Context: an optimization exercise on an open-source flow, tuned for small area, a short achievable clock period and few clock cycles per item. The choices shown serve that exercise and are no tape-out recipe.
Function was checked by simulation only, so behaviour that the tests miss may differ from the original.
Power is estimated from default activity; no workload was simulated.

==> job 8158: inputs <==
==> flow/design.v (excerpt) <==
module fpu32 (
    input  wire        clk,
    input  wire        rst,
    input  wire        in_valid,
    input  wire [3:0]  in_op,
    input  wire [1:0]  in_rm,
    input  wire        in_cnan,
    input  wire [31:0] in_a,
    input  wire [31:0] in_b,
    input  wire [31:0] in_c,
    output wire        out_valid,
    output wire [31:0] out_result,
    output wire [4:0]  out_flags
);
clock: 11.5 ns
lec_check: 0
cap_margin: 20
core_margin: 2
core_utilization: 40
cts_cluster_diameter: 100
cts_cluster_size: 30
slew_margin: 20
standard.sh (not shown) runs the stock make flow with config.mk's settings and CLKGATE_MAP_FILE= SYNTH_SCRIPT=/design/flow/synth_recipe.tcl, a recipe that flattens the netlist after the stock synthesis.
==> flow/flow/run.sh <==
#!/bin/bash
# Layout flow: the standard synthesis unchanged, then the standard ORFS
# layout steps with a larger setup margin for the resizer's timing repair,
# so that it keeps improving paths well below the 11.5 ns clock.
set -euo pipefail
MARGIN=$(cat flow/margin.txt)
bash standard.sh synth > synth.log 2>&1
bash standard.sh SETUP_SLACK_MARGIN=$MARGIN finish > layout.log 2>&1
==> flow/flow/margin.txt <==
7.5
==> inputs of job 3517, as changes to job 8158 <==
Settings changed: CAP_MARGIN 20 to 5, CTS_CLUSTER_DIAMETER 100 to not set, CTS_CLUSTER_SIZE 30 to not set, SLEW_MARGIN 20 to 5.
==> inputs of job 2727, as changes to job 8158 <==
Settings changed: CTS_CLUSTER_DIAMETER 100 to not set, CTS_CLUSTER_SIZE 30 to not set, PLACE_DENSITY set to 0.75.
==> summary of the runs <==
The lowest clock-buffer cell count belongs to job 8158, the highest to job 3517. Combinational power is about the same in job 2727 and job 8158. Fmax, highest first: job 8158, job 3517, job 2727. The lowest hold slack belongs to job 2727, the highest to job 8158. Via count: job 2727 > job 3517 > job 8158.
Testbench counts of job 8158, summed over its fixed seeds: cycles 16,056, items 16,000.
Testbench counts of job 3517, summed over its fixed seeds: cycles 16,056, items 16,000.
Testbench counts of job 2727, summed over its fixed seeds: cycles 16,056, items 16,000.


==> inputs of build 88 <==
fpu32 again, from the RTL that the note above started with.
Settings: LEC_CHECK=0, CAP_MARGIN=20, CORE_MARGIN=2, CORE_UTILIZATION=40, CTS_CLUSTER_DIAMETER=100, CTS_CLUSTER_SIZE=25, SLEW_MARGIN=20; clock period 11.5 ns.
Scripts as last shown in full above: flow/flow/run.sh, flow/flow/margin.txt
==> trial 47: changes against build 88 <==
--- a/flow/config.mk
+++ b/flow/config.mk
@@ -7,2 +7,3 @@
 export LEC_CHECK = 0
+export ABC_AREA = 1
 export CAP_MARGIN = 20
@@ -10,4 +11,2 @@
 export CORE_UTILIZATION = 40
-export CTS_CLUSTER_DIAMETER = 100
-export CTS_CLUSTER_SIZE = 25
 export SLEW_MARGIN = 20
==> trial 27: changes against build 88 <==
--- a/flow/config.mk
+++ b/flow/config.mk
@@ -13 +13,2 @@
 export SLEW_MARGIN = 20
+export TNS_END_PERCENT = 20
==> trial 26: changes against build 88 <==
--- a/flow/config.mk
+++ b/flow/config.mk
@@ -10,4 +10,2 @@
 export CORE_UTILIZATION = 40
-export CTS_CLUSTER_DIAMETER = 100
-export CTS_CLUSTER_SIZE = 25
 export SLEW_MARGIN = 20
==> qor summary <==
metric                                                                      trial 47            trial 26            build 88             trial 27
Result of the run                                                     finished clean      finished clean      finished clean       finished clean
Number of DRC violations after detailed-routing iteration 0                    4,575               4,362               4,397                3,940
Synthesized netlist cell count                                                 6,793               5,611               5,611                5,611
Fraction of post-synthesis cell area in the top cell type by area              28.0%               28.9%               28.9%                28.9%
Average via count per standard cell                                             5.46                5.78                5.80                 5.78
Met1 global-route usage                                                        36.1%               34.0%               34.0%                33.8%
End of the worst hold path                                         g_c3.q[5]$_DFF_P_  g_c3.q[14]$_DFF_P_  g_c3.q[92]$_DFF_P_  g_c2.q[192]$_DFF_P_
Total number of nets in the final design                                       7,523               6,276               6,235                6,223
Final worst-path setup slack                                                 7560 ps             7520 ps             7550 ps              7400 ps
Leakage power figure                                                       0.0274 uW           0.0231 uW           0.0223 uW            0.0222 uW
Placed Instance Area                                                    54,100 sq um        52,800 sq um        52,800 sq um         52,800 sq um
Worst Setup SP                                                              in_b[24]            in_a[23]            in_a[30]             in_a[27]
Total of plain and repair buffers excluding clock buffers                        308                 302                 304                  293
Number of gates on the worst path with buffers counted                            14                  16                  14                   14
Sequential Area                                                         14,400 sq um        14,400 sq um        14,400 sq um         14,400 sq um
Mean instance size in the synthesized netlist                             7.55 sq um          8.87 sq um          8.87 sq um           8.87 sq um
GP Congestion                                                                   1.00                1.01                1.01                 1.01
Testbench counts of build 88, summed over its fixed seeds: cycles 16,056, items 16,000.
Testbench counts of trial 47, summed over its fixed seeds: cycles 16,056, items 16,000.
Testbench counts of trial 27, summed over its fixed seeds: cycles 16,056, items 16,000.
Testbench counts of trial 26, summed over its fixed seeds: cycles 16,056, items 16,000.

[what the ideal ports hide]
How much do the figures lean on ideal ports? The routed layouts below were timed once more, with nothing changed but the port constraints.
Step 1 (the two cells are an assumption about what drives the block):
set clk [get_ports {clk}]
set_driving_cell -lib_cell sky130_fd_sc_hd__clkbuf_16 $clk
set_driving_cell -lib_cell sky130_fd_sc_hd__buf_2 [delete_from_list [all_inputs] $clk]
Step 2 moves the port delays by t, midway between the first and last clock arrival at a register: inputs arrive t later, outputs are due t later. That takes back most of the time a late clock gives input paths.
Three values: ideal ports, drivers, drivers and shift; two values: the first two.
run	shift t [ns]	setup slack, ns	worst setup path at the end	slew at the worst register clock pin (ns)	worst data-port slew with drivers (ns)
job 8158	0.718	7.540 / 7.510 / 6.867	input to register	0.12 / 0.12	0.06
job 3517	0.763	7.485 / 7.492 / 6.779	input to register	0.07 / 0.07	0.06
job 2727	0.755	7.412 / 7.412 / 6.765	input to register	0.07 / 0.07	0.08
build 88	0.713	7.552 / 7.536 / 6.880	input to register	0.11 / 0.11	0.06
trial 47	0.770	7.557 / 7.526 / 6.837	input to register	0.07 / 0.07	0.05
trial 27	0.714	7.401 / 7.438 / 6.724	input to register	0.10 / 0.10	0.05
trial 26	0.756	7.517 / 7.479 / 6.809	input to register	0.07 / 0.07	0.06
After both steps every run listed still meets setup and hold. For trial 47, which loses most, drivers alone change the setup slack by -0.031 ns; drivers and shift together by -0.720 ns.
